Source: an optimization exercise on an open RTL-to-GDS flow (aim: small area, a short achievable clock period and few clock cycles per item). Production flows keep margins and buffers that such runs may drop.
At most, simulation tests tie the RTL to the original design; equivalence was not proved.

==> inputs of run a <==
==> flow/design.v (excerpt) <==
module gra_mac (
    input  wire         clk,
    input  wire         rst,
    input  wire         start,
    input  wire [6:0]   nwords,      
    input  wire [255:0] key,
    input  wire [63:0]  ctr,
    output wire         ready,
    input  wire         in_valid,
    input  wire [31:0]  in_data,
    output wire         in_ready,
    output wire         done,
    output wire [127:0] mac
);
Settings: LEC_CHECK=0, ABC_AREA=1, CAP_MARGIN=20, CORE_MARGIN=2, CORE_UTILIZATION=40, CTS_CLUSTER_SIZE=40, SETUP_SLACK_MARGIN=5, SLEW_MARGIN=20, SYNTH_HIERARCHICAL=1; clock period 10.0 ns.
run.sh (not shown) runs the stock make flow with config.mk's settings and CLKGATE_MAP_FILE= SYNTH_SCRIPT=/design/flow/synth_recipe.tcl, a recipe that flattens the netlist after the stock synthesis.
==> inputs of run b, as changes to run a <==
--- a/flow/design.v
+++ b/flow/design.v
@@ -40,36 +40,16 @@
     function [31:0] ssig0;
         input [31:0] x;
         ssig0 = rotr(x, 7) ^ rotr(x, 18) ^ (x >> 3);
     endfunction
     function [31:0] ssig1;
         input [31:0] x;
         ssig1 = rotr(x, 17) ^ rotr(x, 19) ^ (x >> 10);
     endfunction
-    function [31:0] bkadd;
-        input [31:0] u, v;
-        reg   [31:0] gg, pp;
-        integer i, l;
-        begin
-            gg = u & v;
-            pp = u ^ v;
-            for (l = 1; l < 32; l = l * 2)
-                for (i = 2*l - 1; i < 32; i = i + 2*l) begin
-                    gg[i] = gg[i] | (pp[i] & gg[i-l]);
-                    pp[i] = pp[i] & pp[i-l];
-                end
-            for (l = 8; l >= 1; l = l / 2)
-                for (i = 3*l - 1; i < 32; i = i + 2*l) begin
-                    gg[i] = gg[i] | (pp[i] & gg[i-l]);
-                    pp[i] = pp[i] & pp[i-l];
-                end
-            bkadd = u ^ v ^ {gg[30:0], 1'b0};
-        end
-    endfunction
     function [1:0] kfun;
         input [7:0] s;
         input [5:0] r;
         input       op;
         begin
             kfun = 2'd0;
             if (s[S_RND]) begin
                 case (r[1:0])
@@ -164,29 +144,32 @@
     wire        rc0      = (rc == 6'd0);
     wire        r62      = in_rnd && (rc == 6'd63);
     wire        r63      = in_rnd && rc0;
     wire        early    = in_rnd && !rc0 && (rc <= 6'd13);
     wire        feed, newfeed, f_key, f_opad, f_ih;
     wire [3:0]  slot;
     assign {feed, newfeed, slot, f_key, f_opad, f_ih} = fsel(st, rc, outer, keyblk, fin_blk, is_last, slot_r);
     wire [4:0]  have     = newfeed ? 5'd0 : have_r;
+    reg  [1:0]  ksel;         
+    wire [31:0] hv_ar   = hv[ksel];
+    wire [31:0] hv_er   = hv[{1'b1, ksel}];
     wire [31:0] len_bits = 32'd768 + {20'd0, nwords, 5'd0};
     wire [31:0] pad      = f_opad ? 32'h5c5c5c5c : 32'h36363636;
     wire        rem_pos  = !rem[7] && (rem != 8'd0);
     reg  [31:0] src_word;
     reg         src_in;       
     always @(*) begin
         src_word = 32'd0;
         src_in   = 1'b0;
         if (f_key) begin
             src_word = pad;
             if (!slot[3]) src_word = bswap(key[32*slot[2:0] +: 32]) ^ pad;
         end else if (f_ih) begin
-            if (!slot[3])            src_word = hv[slot[2:0]];
+            if (!slot[3])            src_word = slot[2] ? hv_er : hv_ar;
             else if (slot == 4'd8)   src_word = 32'h80000000;
             else if (slot == 4'd15)  src_word = 32'd768;
         end else begin
             if (rem_pos) begin
                 src_word = bswap(in_data);
                 src_in   = 1'b1;
             end else if (rem == 8'd0)               src_word = bswap(ctr[31:0]);
             else if (rem == 8'hff)                  src_word = bswap(ctr[63:32]);
@@ -219,22 +202,23 @@
     always @(*) begin
         case (k)
             2'd0: begin iv_a = IV[255:224]; iv_e = IV[127:96]; end
             2'd1: begin iv_a = IV[223:192]; iv_e = IV[95:64];  end
             2'd2: begin iv_a = IV[191:160]; iv_e = IV[63:32];  end
             default: begin iv_a = IV[159:128]; iv_e = IV[31:0]; end
         endcase
     end
-    wire [31:0] hv_a    = ff_iv ? iv_a : hv[k];
-    wire [31:0] hv_e    = ff_iv ? iv_e : hv[{1'b1, k}];
+    wire [31:0] hv_a    = ff_iv ? iv_a : hv_ar;
+    wire [31:0] hv_e    = ff_iv ? iv_e : hv_er;
     wire [31:0] st_a    = rot ? d : (in_init ? 32'd0 : a);
     wire [31:0] st_e    = rot ? h : (in_init ? 32'd0 : e);
-    wire [31:0] sum_a   = bkadd(hv_a, st_a);
-    wire [31:0] sum_e   = bkadd(hv_e, st_e);
+    wire [31:0] sum_a, sum_e;
+    gra_mac_add32 u_ffa (.x(hv_a), .y(st_a), .s(sum_a));
+    gra_mac_add32 u_ffe (.x(hv_e), .y(st_e), .s(sum_e));
     wire        ld_iv   = in_init && keyblk;
     wire [31:0] ld1     = ld_iv ? IV[223:192] : hv[1];
     wire [31:0] ld2     = ld_iv ? IV[191:160] : hv[2];
     wire [31:0] ld3     = ld_iv ? IV[159:128] : hv[3];
     wire [31:0] ld5     = ld_iv ? IV[95:64]   : hv[5];
     wire [31:0] ld6     = ld_iv ? IV[63:32]   : hv[6];
     wire [31:0] ld7     = ld_iv ? IV[31:0]    : hv[7];
     wire [31:0] a_new, e_new;
@@ -249,21 +233,22 @@
         for (i = 0; i < 15; i = i + 1)
             w[i] <= w[i+1];
         w[15] <= tail;
         p <= p_new;
         a <= in_rnd ? a_new : sum_a;
         e <= in_rnd ? e_new : sum_e;
         if (shift) begin
             b <= a; c <= b; d <= c;
-            f <= e; g <= f; h <= g;
+            f <= e; g <= f;
         end else begin
             b <= ld1; c <= ld2; d <= ld3;
-            f <= ld5; g <= ld6; h <= ld7;
+            f <= ld5; g <= ld6;
         end
+        h <= g;
     end
     reg         ff_wr;        
     reg         h3_wr;        
     reg  [1:0]  wk;
     wire [31:0] bus_a  = h3_wr ? d : sum_a;
     always @(posedge clk) begin
         if (ff_wr || h3_wr)
             hv[wk] <= bus_a;
@@ -388,16 +373,17 @@
                 2'b10:   wk_n = 2'd2;
                 2'b11:   wk_n = 2'd1;
                 default: wk_n = 2'd0;
             endcase
         end
     end
     always @(posedge clk) begin
         k          <= k_n;
+        ksel       <= (feed_n && f_ih_n) ? fslot_n[1:0] : k_n;
         rot        <= rot_n;
         ff_iv      <= rot_n || keyblk_n;
         ff_wr      <= ffwr_n;
         h3_wr      <= h3wr_n;
         wk         <= wk_n;
         st         <= st_n;
         rc         <= rc_n;
         outer      <= outer_n;
@@ -411,16 +397,32 @@
         rem        <= rem_n;
         in_ready_r <= ready_n;
     end
 endmodule
 module gra_mac_round (
     input  wire [31:0] a, b, c, d, e, f, g, p,
     output wire [31:0] a_new, e_new
 );
+    function [31:0] skadd;
+        input [31:0] u, v;
+        reg   [31:0] gg, pp;
+        integer i, l;
+        begin
+            gg = u & v;
+            pp = u ^ v;
+            for (l = 1; l < 32; l = l * 2)
+                for (i = 0; i < 32; i = i + 1)
+                    if ((i / l) % 2 == 1) begin
+                        gg[i] = gg[i] | (pp[i] & gg[(i / l) * l - 1]);
+                        pp[i] = pp[i] & pp[(i / l) * l - 1];
+                    end
+            skadd = u ^ v ^ {gg[30:0], 1'b0};
+        end
+    endfunction
     function [31:0] rotr;
         input [31:0] x;
         input integer n;
         rotr = (x >> n) | (x << (32 - n));
     endfunction
     function [31:0] bsig0;
         input [31:0] x;
         bsig0 = rotr(x, 2) ^ rotr(x, 13) ^ rotr(x, 22);
@@ -428,33 +430,51 @@
     function [31:0] bsig1;
         input [31:0] x;
         bsig1 = rotr(x, 6) ^ rotr(x, 11) ^ rotr(x, 25);
     endfunction
     wire [31:0] ch    = (e & f) ^ (~e & g);
     wire [31:0] maj   = (a & b) ^ (a & c) ^ (b & c);
     wire [31:0] s1    = bsig1(e);
     wire [31:0] s0    = bsig0(a);
-    wire [31:0] x1    = p ^ d ^ ch;
-    wire [31:0] y1    = {(p[30:0] & d[30:0]) | (p[30:0] & ch[30:0]) | (d[30:0] & ch[30:0]), 1'b0};
-    wire [31:0] x2    = x1 ^ y1 ^ s1;
-    wire [31:0] y2    = {(x1[30:0] & y1[30:0]) | (x1[30:0] & s1[30:0]) | (y1[30:0] & s1[30:0]), 1'b0};
-    wire [31:0] u1    = p ^ ch ^ maj;
-    wire [31:0] v1    = {(p[30:0] & ch[30:0]) | (p[30:0] & maj[30:0]) | (ch[30:0] & maj[30:0]), 1'b0};
-    wire [31:0] u2    = u1 ^ v1 ^ s0;
-    wire [31:0] v2    = {(u1[30:0] & v1[30:0]) | (u1[30:0] & s0[30:0]) | (v1[30:0] & s0[30:0]), 1'b0};
-    wire [31:0] u3    = u2 ^ v2 ^ s1;
-    wire [31:0] v3    = {(u2[30:0] & v2[30:0]) | (u2[30:0] & s1[30:0]) | (v2[30:0] & s1[30:0]), 1'b0};
-    assign e_new = x2 + y2;
-    assign a_new = u3 + v3;
+    wire [31:0] x1    = p ^ s1 ^ ch;
+    wire [31:0] y1    = {(p[30:0] & s1[30:0]) | (p[30:0] & ch[30:0]) | (s1[30:0] & ch[30:0]), 1'b0};
+    wire [31:0] x2    = x1 ^ y1 ^ d;
+    wire [31:0] y2    = {(x1[30:0] & y1[30:0]) | (x1[30:0] & d[30:0]) | (y1[30:0] & d[30:0]), 1'b0};
+    wire [31:0] u2    = x1 ^ y1 ^ s0;
+    wire [31:0] v2    = {(x1[30:0] & y1[30:0]) | (x1[30:0] & s0[30:0]) | (y1[30:0] & s0[30:0]), 1'b0};
+    wire [31:0] u3    = u2 ^ v2 ^ maj;
+    wire [31:0] v3    = {(u2[30:0] & v2[30:0]) | (u2[30:0] & maj[30:0]) | (v2[30:0] & maj[30:0]), 1'b0};
+    assign e_new = skadd(x2, y2);
+    assign a_new = skadd(u3, v3);
 endmodule
 module gra_mac_sched (
     input  wire [31:0] w0, w1, w9, w14,
     output wire [31:0] w_new
 );
+    function [31:0] bkadd;
+        input [31:0] u, v;
+        reg   [31:0] gg, pp;
+        integer i, l;
+        begin
+            gg = u & v;
+            pp = u ^ v;
+            for (l = 1; l < 32; l = l * 2)
+                for (i = 2*l - 1; i < 32; i = i + 2*l) begin
+                    gg[i] = gg[i] | (pp[i] & gg[i-l]);
+                    pp[i] = pp[i] & pp[i-l];
+                end
+            for (l = 8; l >= 1; l = l / 2)
+                for (i = 3*l - 1; i < 32; i = i + 2*l) begin
+                    gg[i] = gg[i] | (pp[i] & gg[i-l]);
+                    pp[i] = pp[i] & pp[i-l];
+                end
+            bkadd = u ^ v ^ {gg[30:0], 1'b0};
+        end
+    endfunction
     function [31:0] rotr;
         input [31:0] x;
         input integer n;
         rotr = (x >> n) | (x << (32 - n));
     endfunction
     function [31:0] ssig0;
         input [31:0] x;
         ssig0 = rotr(x, 7) ^ rotr(x, 18) ^ (x >> 3);
@@ -464,23 +484,43 @@
         ssig1 = rotr(x, 17) ^ rotr(x, 19) ^ (x >> 10);
     endfunction
     wire [31:0] wq0   = ssig0(w1);
     wire [31:0] wq1   = ssig1(w14);
     wire [31:0] wx1   = w0 ^ w9 ^ wq0;
     wire [31:0] wy1   = {(w0[30:0] & w9[30:0]) | (w0[30:0] & wq0[30:0]) | (w9[30:0] & wq0[30:0]), 1'b0};
     wire [31:0] wx2   = wx1 ^ wy1 ^ wq1;
     wire [31:0] wy2   = {(wx1[30:0] & wy1[30:0]) | (wx1[30:0] & wq1[30:0]) | (wy1[30:0] & wq1[30:0]), 1'b0};
-    assign w_new = wx2 + wy2;
+    assign w_new = bkadd(wx2, wy2);
 endmodule
 module gra_mac_pnext (
     input  wire [5:0]  rc,
     input  wire [31:0] hnext, w14,
     output wire [31:0] p_new
 );
+    function [31:0] bkadd;
+        input [31:0] u, v;
+        reg   [31:0] gg, pp;
+        integer i, l;
+        begin
+            gg = u & v;
+            pp = u ^ v;
+            for (l = 1; l < 32; l = l * 2)
+                for (i = 2*l - 1; i < 32; i = i + 2*l) begin
+                    gg[i] = gg[i] | (pp[i] & gg[i-l]);
+                    pp[i] = pp[i] & pp[i-l];
+                end
+            for (l = 8; l >= 1; l = l / 2)
+                for (i = 3*l - 1; i < 32; i = i + 2*l) begin
+                    gg[i] = gg[i] | (pp[i] & gg[i-l]);
+                    pp[i] = pp[i] & pp[i-l];
+                end
+            bkadd = u ^ v ^ {gg[30:0], 1'b0};
+        end
+    endfunction
     function [31:0] kconst;
         input [5:0] i;
         case (i)
             6'd0: kconst = 32'h428a2f98;
             6'd1: kconst = 32'h71374491;
             6'd2: kconst = 32'hb5c0fbcf;
             6'd3: kconst = 32'he9b5dba5;
             6'd4: kconst = 32'h3956c25b;
@@ -543,10 +583,36 @@
             6'd61: kconst = 32'ha4506ceb;
             6'd62: kconst = 32'hbef9a3f7;
             6'd63: kconst = 32'hc67178f2;
         endcase
     endfunction
     wire [31:0] kval  = kconst(rc);
     wire [31:0] px    = hnext ^ kval ^ w14;
     wire [31:0] py    = {(hnext[30:0] & kval[30:0]) | (hnext[30:0] & w14[30:0]) | (kval[30:0] & w14[30:0]), 1'b0};
-    assign p_new = px + py;
+    assign p_new = bkadd(px, py);
+endmodule
+module gra_mac_add32 (
+    input  wire [31:0] x, y,
+    output wire [31:0] s
+);
+    function [31:0] bkadd;
+        input [31:0] u, v;
+        reg   [31:0] gg, pp;
+        integer i, l;
+        begin
+            gg = u & v;
+            pp = u ^ v;
+            for (l = 1; l < 32; l = l * 2)
+                for (i = 2*l - 1; i < 32; i = i + 2*l) begin
+                    gg[i] = gg[i] | (pp[i] & gg[i-l]);
+                    pp[i] = pp[i] & pp[i-l];
+                end
+            for (l = 8; l >= 1; l = l / 2)
+                for (i = 3*l - 1; i < 32; i = i + 2*l) begin
+                    gg[i] = gg[i] | (pp[i] & gg[i-l]);
+                    pp[i] = pp[i] & pp[i-l];
+                end
+            bkadd = u ^ v ^ {gg[30:0], 1'b0};
+        end
+    endfunction
+    assign s = bkadd(x, y);
 endmodule
==> flow/flow/run.sh (new file) <==
#!/bin/bash
set -euo pipefail
export BUFFER_PORTS_ARGS="-buffer_cell sky130_fd_sc_hd__buf_1"
export CTS_ARGS="-sink_clustering_enable -repair_clock_nets -dont_use_dummy_load -buf_list {sky130_fd_sc_hd__clkbuf_4 sky130_fd_sc_hd__clkbuf_8}"
sed -e 's/SETUP_SLACK_MARGIN=5/SETUP_SLACK_MARGIN=5.5/' standard.sh > standard_custom.sh
grep -q 'SETUP_SLACK_MARGIN=5.5' standard_custom.sh
bash standard_custom.sh > flow.log 2>&1
==> flow/standard.sh (new file) <==
#!/bin/bash
# synth_recipe.tcl (not shown) runs the flow's synth.tcl, then flattens the netlist and writes it again
# the make line also repeats each setting of config.mk as NAME=value (left out here)
make -C /OpenROAD-flow-scripts/flow DESIGN_CONFIG=/design/flow/config.mk WORK_HOME=/design/flow/orfs CLKGATE_MAP_FILE= SYNTH_SCRIPT=/design/flow/synth_recipe.tcl "${@:-finish}"
CORE_UTILIZATION = 50   (was 40)
CTS_CLUSTER_SIZE = unset   (was 40)
removed: flow/run.sh
==> summary of the runs <==
- Final area: run a is higher than run b (13%).
- Against run b, the sequential cell count of run a is lower by 2.
- Between run a and run b, the lower synthesized cell count is in run b (gap 15%, measured against run b).
- In run b the critical path depth is higher than in run a, by 6.
- Of run b and run a, run a has the higher via count (gap about 13%, measured against run a).
- In run a the fmax is lower than in run b, by 5.8%.
- Against run b, the routed wire length of run a is higher by about 30%.
Testbench counts of run a, summed over its fixed seeds: cycles 102,088, items 320.
For run b, only the layout was checked, not whether the RTL still works.

separate check: timing with driven ports:
The flow's constraints put no driver on any port. The routed layouts listed below were extracted and timed again, unchanged, in two steps.
Step 1 assumes that a clkbuf_16 drives the clock port and a buf_2 every other input.
Step 2 also shifts input and output timing later by t, the mid clock arrival at the registers, as if the neighbouring blocks saw the same clock.
Three values: no drivers, after step 1, after step 2; two values: the first two.
run | t (ns) | slack for setup (ns) | worst setup path after step 2 | worst slew at a driven data input, ns
run a | 0.844 | 5.065 / 5.065 / 5.065 | register to register | 0.11
run b | 0.942 | 5.353 / 5.353 / 5.353 | register to register | 0.15
After both steps every run listed still meets setup and hold.
